Background: an optimization exercise with open tools, aiming at small area, a short achievable clock period and few clock cycles. Do not read the settings as production practice. Function was checked by simulation only, so behaviour that the tests miss may differ from the original.

==> inputs of branch tundra <==
Design abx_rod_alu, start of the top module:
module abx_rod_alu (
    input  wire        clk,
    input  wire        rst,        
    input  wire        in_valid,
    input  wire        in_start,   
    input  wire [5:0]  in_op,
    input  wire        in_acc,     
    input  wire [2:0]  in_cond,
    input  wire [15:0] in_imm,
    input  wire [31:0] in_a,
    input  wire [31:0] in_b,       
    input  wire [31:0] in_c0,      
    input  wire [31:0] in_c1,      
    input  wire [4:0]  in_sh,      
    output reg         out_valid,
    output reg         out_wr,
    output wire [31:0] out_data,
    output wire        out_p,
    output wire        out_sat,
    output reg         out_taken,
    output reg         out_err
);
    localparam KD = 3;    
    localparam KS = 4;    
    wire [5:0] op = in_op;
    wire o_nop  = op == 6'h00, o_mov  = op == 6'h01, o_ldi  = op == 6'h02,
         o_ldiu = op == 6'h03, o_ldc  = op == 6'h04,
         o_mul  = op == 6'h08, o_mac  = op == 6'h09, o_msu  = op == 6'h0A,
         o_mulr = op == 6'h0B, o_macr = op == 6'h0C, o_msur = op == 6'h0D,
         o_accl = op == 6'h0E, o_acca = op == 6'h0F, o_sta  = op == 6'h10,
         o_add  = op == 6'h14, o_sub  = op == 6'h15, o_neg  = op == 6'h16,
         o_abs  = op == 6'h17, o_min  = op == 6'h18, o_max  = op == 6'h19,
         o_shr  = op == 6'h1A, o_shl  = op == 6'h1B, o_and  = op == 6'h1C,
         o_or   = op == 6'h1D, o_xor  = op == 6'h1E, o_clamp = op == 6'h1F,
         o_div  = op == 6'h22, o_sqrt = op == 6'h23,
         o_cmp  = op == 6'h28, o_tstb = op == 6'h29, o_sel  = op == 6'h2A,
         o_br   = op == 6'h30, o_end  = op == 6'h31,
         o_out  = op == 6'h38, o_pub  = op == 6'h39;
    wire mulc  = o_mul | o_mac | o_msu;       
    wire mulr  = o_mulr | o_macr | o_msur;    
    wire mulop = mulc | mulr;
    wire accsh = o_accl | o_acca;             
    wire [4:0] s = in_imm[4:0];
    reg [71:0] acc0, acc1;
    reg        acc0_ov, acc0_sg, acc1_ov, acc1_sg;
    reg        p_q, sat_q, sat_pend;
    reg [31:0] o_raw;
  ...
export LEC_CHECK = 0
export ABC_AREA = 1
export CAP_MARGIN = 20
export CORE_MARGIN = 2
export CORE_UTILIZATION = 30
export SLEW_MARGIN = 20
create_clock -name core_clock -period 24.0 [get_ports {clk}]
standard.sh (not shown) runs the stock make flow with config.mk's settings and CLKGATE_MAP_FILE= SYNTH_SCRIPT=/design/flow/synth_recipe.tcl, a recipe that flattens the netlist after the stock synthesis.
==> flow/flow/run.sh <==
#!/bin/bash
# Layout flow: the standard layout (standard.sh), with the timing repair
# steps aiming for setup slack of SETUP_SLACK_MARGIN ns below the clock period
# so that they also shorten paths that already meet it.  The clock period and
# constraints are the standard flow's.  make's full output goes to standard.log here; ORFS
# keeps each step's log under orfs/logs.
set -euo pipefail
bash standard.sh SETUP_SLACK_MARGIN=13 finish > standard.log 2>&1
==> branch amber (differences from branch tundra) <==
--- a/flow/flow/run.sh
+++ b/flow/flow/run.sh
@@ -6,3 +6,3 @@
 # keeps each step's log under orfs/logs.
 set -euo pipefail
-bash standard.sh SETUP_SLACK_MARGIN=13 finish > standard.log 2>&1
+bash standard.sh SETUP_SLACK_MARGIN=13.5 finish > standard.log 2>&1
--- a/flow/config.mk
+++ b/flow/config.mk
@@ -9,4 +9,4 @@
 export CAP_MARGIN = 20
 export CORE_MARGIN = 2
-export CORE_UTILIZATION = 30
+export CORE_UTILIZATION = 35
 export SLEW_MARGIN = 20
==> impl_metrics.toml <==
[run_status]
status = "finished clean"

[global_route]
use_met2_pct = 42.93
use_met3_pct = 7.504

[worst_setup_path]
arrival_ns = 10.95
Source of the figures above: branch amber

==> impl_metrics.toml <==
[run_status]
status = "finished clean"

[worst_setup_path]
arrival_ns = 11.44
cp_max_fo = 41

[synthesis]
synthesis.nets = 13836

[global_route]
use_met3_pct = 6.232
use_met2_pct = 36.65

[clock_tree]
numCtsBuffers = 56

[layout]
largestRegisters = "acc0 (72), acc1 (72), m_s (64)"
Source of the figures above: branch tundra

Testbench counts of branch tundra, summed over its fixed seeds: cycles 35,503.
Testbench counts of branch amber, summed over its fixed seeds: cycles 35,503.

[afterwards: timing with drivers on the ports]
No port has a modelled driver above. Below, the same layouts with a new extraction and two added sets of constraints. Step 1 assumes that a clkbuf_16 drives the clock port and a buf_2 every other input. Step 2 moves the port delays by t, midway between the first and last clock arrival at a register: inputs arrive t later, outputs are due t later. That takes back most of the time a late clock gives input paths. Three values: no drivers, after step 1, after step 2; two values: the first two.
| run | shift t [ns] | setup slack, ns | worst setup path at the end | clock arrival spread, ns | slew at the worst register clock pin (ns) |
|---|---|---|---|---|---|
| branch tundra | 0.780 | 13.021 / 13.079 / 12.299 | input to register | 0.073 / 0.073 | 0.08 / 0.08 |
| branch amber | 0.793 | 13.511 / 13.461 / 12.667 | input to register | 0.055 / 0.055 | 0.09 / 0.09 |
After both steps every run listed still meets setup and hold. The setup slack of branch amber, which loses most, moves by -0.050 ns with the drivers and by -0.844 ns with both steps.
